This design comes from an exercise in tuning for small area, a short achievable clock period and few clock cycles per item on the open sky130 flow, not from production work.
Function was checked by simulation only, so behaviour that the tests miss may differ from the original.
Power is estimated from default activity; no workload was simulated.

pepper:
==> flow/design.v <==
module edge_xing (
    input  wire               clk,
    input  wire               rst,
    input  wire               in_valid,
    output wire               in_ready,
    input  wire signed [19:0] in_xa,
    input  wire signed [19:0] in_ya,
    input  wire signed [19:0] in_xb,
    input  wire signed [19:0] in_yb,
    input  wire signed [15:0] in_row,
    output wire               out_valid,
    input  wire               out_ready,
    output wire               out_hit,
    output wire               out_last,
    output wire        [7:0]  out_k,
    output wire               out_dir,
    output wire signed [27:0] out_x
);
    localparam integer I_IDLE = 0, I_PA = 1, I_PB = 2, I_DIV = 3, I_HA = 4,
                       I_HD = 5, I_FIN = 6, I_OUT = 7;
    localparam [7:0] S_IDLE = 8'd1 << I_IDLE;
    reg  [7:0]  st;
    reg         rdy, pend;
    reg  signed [19:0] cxa, cya, cxb, cyb;
    reg  signed [15:0] crow;
    wire        [25:0] tr = {cyb[9:0], crow};
    reg         csw, cxs;    
    reg         neg, dir, hit, last;
    reg  [25:0] q1;      
    reg  [20:0] r1;      
    reg  [19:0] den;     
    reg  [27:0] x;       
    reg  [20:0] r;       
    reg  [7:0]  k;
    reg  [4:0]  kmax;    
    reg  [4:0]  cnt;
    wire acc = in_valid & rdy;
    wire signed [19:0] ylo = csw ? cyb : cya;
    wire signed [19:0] yhi = csw ? cya : cyb;
    wire signed [19:0] xlo = csw ? cxb : cxa;
    wire signed [19:0] xmn = cxs ? cxb : cxa;
    wire signed [19:0] xmx = cxs ? cxa : cxb;
    wire               p_neg = cxs ^ csw;
    wire        [20:0] p_den = {yhi[19], yhi} + ~{ylo[19], ylo} + {20'd0, ~p_neg};
    wire        [20:0] p_adx = {xmx[19], xmx} - {xmn[19], xmn};
    wire signed [21:0] r32 = {{1{crow[15]}}, crow, 5'b0};
    wire signed [21:0] ma = r32 - {{2{ylo[19]}}, ylo};
    wire signed [21:0] mb = r32 - {{2{yhi[19]}}, yhi};
    wire        [21:0] mbn = ~mb;                   
    wire               ma_pos = ~ma[21];           
    wire               p_hit = (cya != cyb) & mb[21] & (ma >= -22'sd31);
    wire        [4:0]  p_kmin = ma_pos ? 5'd0 : -ma[4:0];
    wire        [4:0]  p_kmax = (mbn[21:5] != 17'd0) ? 5'd31 : mbn[4:0];
    wire        [25:0] p_t = ma_pos ? {ma[20:0], 4'b0001, 1'b1} : {2'b11, 24'd0};   
    wire               p_small = (p_adx[19:12] == 8'd0);
    wire [21:0] nden = {2'b11, ~den};                
    wire [21:0] ds1  = {r1, q1[25]};
    wire [21:0] dh1  = {1'b0, ds1[21:1]} + nden + {21'd0, ~neg};    
    wire        dq1  = ~dh1[21];
    wire [20:0] ra   = dq1 ? {dh1[19:0], ds1[0]} : ds1[20:0];
    wire m_dbl = st[I_HD];
    wire m_fin = st[I_FIN];
    wire [21:0] sa = {1'b0, r};
    wire [21:0] sb = m_fin ? {2'b0, den} : (m_dbl ? {1'b0, r} : {1'b0, r1});
    wire [21:0] s  = sa + sb;
    wire [21:0] ca = {1'b0, sa[21:1]};
    wire [21:0] cb = {1'b0, sb[21:1]};
    wire [21:0] cs = ca ^ cb ^ nden;
    wire [21:0] cc = (ca & cb) | (ca & nden) | (cb & nden);
    wire [21:0] sh = cs + {cc[20:0], sa[0] & sb[0]} + {21'd0, ~neg};
    wire        c  = ~sh[21];
    wire [20:0] r_n = c ? {sh[19:0], s[0]} : s[20:0];
    wire [27:0] negm = {28{neg}};
    wire [27:0] xb_ = m_fin ? {cxa, 8'b0} : (m_dbl ? x : ({2'b0, q1} ^ negm));
    wire [27:0] x0 = x + xb_;
    wire [27:0] x1 = x + xb_ + 28'd1;
    wire [27:0] x_n = (c ^ neg) ? x1 : x0;
    wire        t_done  = (tr[24:0] == {1'b1, 24'd0});
    wire        t_done1 = (tr[23:0] == {1'b1, 23'd0});    
    wire [7:0]  k_inc = k + 8'd1;
    wire       div_end = (cnt == 5'd24);
    wire       out_end = st[I_OUT] & out_ready & last;
    wire [7:0] st_n;
    assign st_n[I_IDLE] = (st[I_IDLE] & ~acc) | (out_end & ~pend & ~acc);
    assign st_n[I_PA]   = (st[I_IDLE] & acc) | (out_end & ~pend & acc);
    assign st_n[I_PB]   = st[I_PA] | (out_end & pend);
    assign st_n[I_DIV]  = (st[I_PB] & p_hit) | (st[I_DIV] & ~div_end);
    assign st_n[I_HA]   = (st[I_DIV] & div_end & (tr[25] | tr[24])) | (st[I_HD] & tr[24]);
    assign st_n[I_HD]   = (st[I_DIV] & div_end & ~(tr[25] | tr[24])) | (st[I_HA] & ~t_done) |
                          (st[I_HD] & ~tr[24] & ~t_done1);
    assign st_n[I_FIN]  = (st[I_HA] & t_done) | (st[I_HD] & ~tr[24] & t_done1);
    assign st_n[I_OUT]  = (st[I_PB] & ~p_hit) | st[I_FIN] | (st[I_OUT] & ~out_end);
    wire       pend_n = ~st[I_PA] & ~st[I_PB] & (pend | acc);
    assign in_ready  = rdy;
    assign out_valid = st[I_OUT];
    assign out_hit   = hit;
    assign out_last  = last;
    assign out_k     = k;
    assign out_dir   = dir;
    assign out_x     = x;
    always @(posedge clk) begin
        if (rst) begin
            st   <= S_IDLE;
            rdy  <= 1'b1;
            pend <= 1'b0;
        end else begin
            st   <= st_n;
            pend <= pend_n;
            rdy  <= st_n[I_IDLE] | (st_n[I_OUT] & ~pend_n);
        end
        csw <= (cyb < cya);
        cxs <= (cxb < cxa);
        if (rdy) begin
            cxa  <= in_xa;
            cya  <= in_ya;
            cxb  <= in_xb;
            cyb  <= in_yb;
            crow <= in_row;
        end else if (st[I_PB]) begin
            cxa  <= xlo;
            {cyb[9:0], crow} <= p_t;
        end else if ((st[I_DIV] & ~tr[25]) | st[I_HD]) begin
            {cyb[9:0], crow} <= {tr[24:0], 1'b0};
        end
        case (1'b1)
            st[I_PB]: begin
                neg  <= p_neg;
                dir  <= ~csw;
                hit  <= p_hit;
                last <= 1'b1;
                k    <= {p_kmin, 3'b000};
                kmax <= p_kmax;
                den  <= p_den[19:0];
                q1   <= p_small ? {p_adx[11:0], 14'd0} : {p_adx[19:0], 6'd0};
                r1   <= 21'd0;
                x    <= {28{p_neg}};
                r    <= 21'd0;
                cnt  <= p_small ? 5'd8 : 5'd0;
            end
            st[I_DIV]: begin
                q1  <= {q1[24:0], dq1};
                r1  <= ra;
                cnt <= cnt + 5'd1;
            end
            st[I_HA], st[I_HD]: begin
                x <= x_n;
                r <= r_n;
            end
            st[I_FIN]: begin
                q1   <= {q1[24:0], dq1};
                r1   <= ra;
                x    <= x_n;
                r    <= r_n;
                last <= 1'b0;    
            end
            st[I_OUT]: begin
                if (out_ready) begin
                    x    <= x_n;
                    r    <= r_n;
                    k    <= k_inc;
                    last <= (k_inc == {kmax, 3'b111});
                end
            end
            default: ;
        endcase
    end
endmodule
export LEC_CHECK = 0
export CAP_MARGIN = 20
export CORE_MARGIN = 2
export CORE_UTILIZATION = 40
export SLEW_MARGIN = 20
create_clock -name core_clock -period 20.0 [get_ports {clk}]
standard.sh (not shown) runs the stock make flow with config.mk's settings and CLKGATE_MAP_FILE= SYNTH_SCRIPT=/design/flow/synth_recipe.tcl, a recipe that flattens the netlist after the stock synthesis.
==> flow/flow/run.sh <==
#!/bin/bash
# Standard synthesis and layout, with faster port buffers (buf_2 instead of
# the default delay-cell buffers that buffer_ports picks) and timing repair
# aimed well below the 20 ns clock.
set -euo pipefail
export BUFFER_PORTS_ARGS="-buffer_cell sky130_fd_sc_hd__buf_2"
export SETUP_SLACK_MARGIN=14.5
bash standard.sh synth > synth.log 2>&1
bash standard.sh finish > layout.log 2>&1
Testbench counts of pepper, summed over its fixed seeds: cycles 181,795, edges 960.
The following lists how juniper was set up differently from pepper:
==> flow/run.sh (new file) <==
#!/bin/bash
# synth_recipe.tcl (not shown) runs the flow's synth.tcl, then flattens the netlist and writes it again
# the make line also repeats each setting of config.mk as NAME=value (left out here)
make -C /OpenROAD-flow-scripts/flow DESIGN_CONFIG=/design/flow/config.mk WORK_HOME=/design/flow/orfs CLKGATE_MAP_FILE= SYNTH_SCRIPT=/design/flow/synth_recipe.tcl finish
removed: flow/flow/run.sh
removed: flow/standard.sh
Findings:
The capturing element of the worst setup path comes out out_k[3] in one run and out_k[2] in the other, namely in pepper and juniper respectively. From pepper to juniper the numbers moved as follows: leakage power has decreased; proportion of power drawn by the clock network has remained practically unchanged; final worst setup slack has decreased.
## Diff of input files: maple against juniper
==> flow/flow/run.sh (new file) <==
#!/bin/bash
# Standard synthesis and layout, with faster port buffers (buf_2 instead of
# the default delay-cell buffers that buffer_ports picks), timing repair
# aimed well below the 20 ns clock, and no dummy loads in the clock tree.
set -euo pipefail
export BUFFER_PORTS_ARGS="-buffer_cell sky130_fd_sc_hd__buf_2"
export SETUP_SLACK_MARGIN=14.5
export CTS_ARGS="-sink_clustering_enable -repair_clock_nets -dont_use_dummy_load"
bash standard.sh synth > synth.log 2>&1
bash standard.sh finish > layout.log 2>&1
==> flow/standard.sh (new file) <==
#!/bin/bash
# synth_recipe.tcl (not shown) runs the flow's synth.tcl, then flattens the netlist and writes it again
# the make line also repeats each setting of config.mk as NAME=value (left out here)
make -C /OpenROAD-flow-scripts/flow DESIGN_CONFIG=/design/flow/config.mk WORK_HOME=/design/flow/orfs CLKGATE_MAP_FILE= SYNTH_SCRIPT=/design/flow/synth_recipe.tcl "${@:-finish}"
diff --git a/flow/config.mk b/flow/config.mk
--- a/flow/config.mk
+++ b/flow/config.mk
@@ -10 +10 @@
-export CORE_UTILIZATION = 40
+export CORE_UTILIZATION = 60
removed: flow/run.sh
## What came out
- When the final numbers for maple and juniper were put side by side, the detailed placement HPWL turned out to be smaller in maple.
- Worst setup slack, maple and juniper: larger value in maple
- Core utilization (lower): juniper
- Compared with juniper, design area in maple decreased by a few percent.
- The share of total power in combinational logic of maple exceeds that of juniper by 2.5 points.
- In the metrics for maple and juniper, the one carrying the higher average via count per standard cell is maple.
- Compared with juniper, maple is the less power-hungry design.
- NOTE internal portion of total power juniper->maple decreased by a few percent
- Die area on maple is ahead of juniper.
- For wire length of the first global-routing pass, dividing the value from juniper by the value from maple gives 1.06.
[inputs] onyx vs maple
==> flow/flow/run.sh <==
#!/bin/bash
# Standard synthesis and layout, with faster port buffers (buf_2 instead of
# the default delay-cell buffers that buffer_ports picks) and timing repair
# aimed well below the 20 ns clock.
set -euo pipefail
export BUFFER_PORTS_ARGS="-buffer_cell sky130_fd_sc_hd__buf_2"
export SETUP_SLACK_MARGIN=15.0
bash standard.sh synth > synth.log 2>&1
bash standard.sh finish > layout.log 2>&1
diff --git a/flow/config.mk b/flow/config.mk
--- a/flow/config.mk
+++ b/flow/config.mk
@@ -10 +10 @@
-export CORE_UTILIZATION = 60
+export CORE_UTILIZATION = 40
Notes after the runs:
onyx gives more fraction of area in clock buffers and inverters than maple did. Going from maple to onyx, maximum ir drop on the vdd rail went down by about 1.5%, clock network power share went up by 3.5 points, first-pass GRT wire length went up by 6.0 mm, routing usage on met1 went down by 13 points. The net total in the final layout of onyx is higher than that of maple. Compared with maple, inserted tap cell count in onyx increased by more than half. Of the two values seen for standard cell with the maximum stage delay on the critical path, sky130_fd_sc_hd__dfxtp_4 was produced by maple and sky130_fd_sc_hd__edfxtp_1 by onyx. [onyx] fraction of the core area covered by cells at the end of the flow fell 20 points relative to maple.

## port drivers added, routing unchanged
In the flow no input, the clock included, has a driving cell. The finished layouts below were timed again as built, in two steps. Step 1 sets driving cells, clkbuf_16 on the clock port and buf_2 on the other inputs (assumed; they add their load-dependent delay and slew). Step 2 times the ports against the registers' clock, not the clock port: input delays grow and output delays shrink by t, the midpoint of the rising clock arrivals with the driver on. a / b / c = ideal ports / drivers / drivers and shift; a / b = the first two.
| run | shift t [ns] | setup slack, ns | pins driven straight from the clock port |
|---|---|---|---|
| pepper | 0.660 | 14.617 / 14.562 / 14.124 | 1 |
| juniper | 0.643 | 14.206 / 14.150 / 13.740 | 1 |
| maple | 0.612 | 14.579 / 14.525 / 14.141 | 1 |
| onyx | 0.652 | 14.724 / 14.665 / 14.469 | 1 |
After both steps every run listed still meets setup and hold. The setup slack of pepper, which loses most, moves by -0.055 ns with the drivers and by -0.493 ns with both steps.
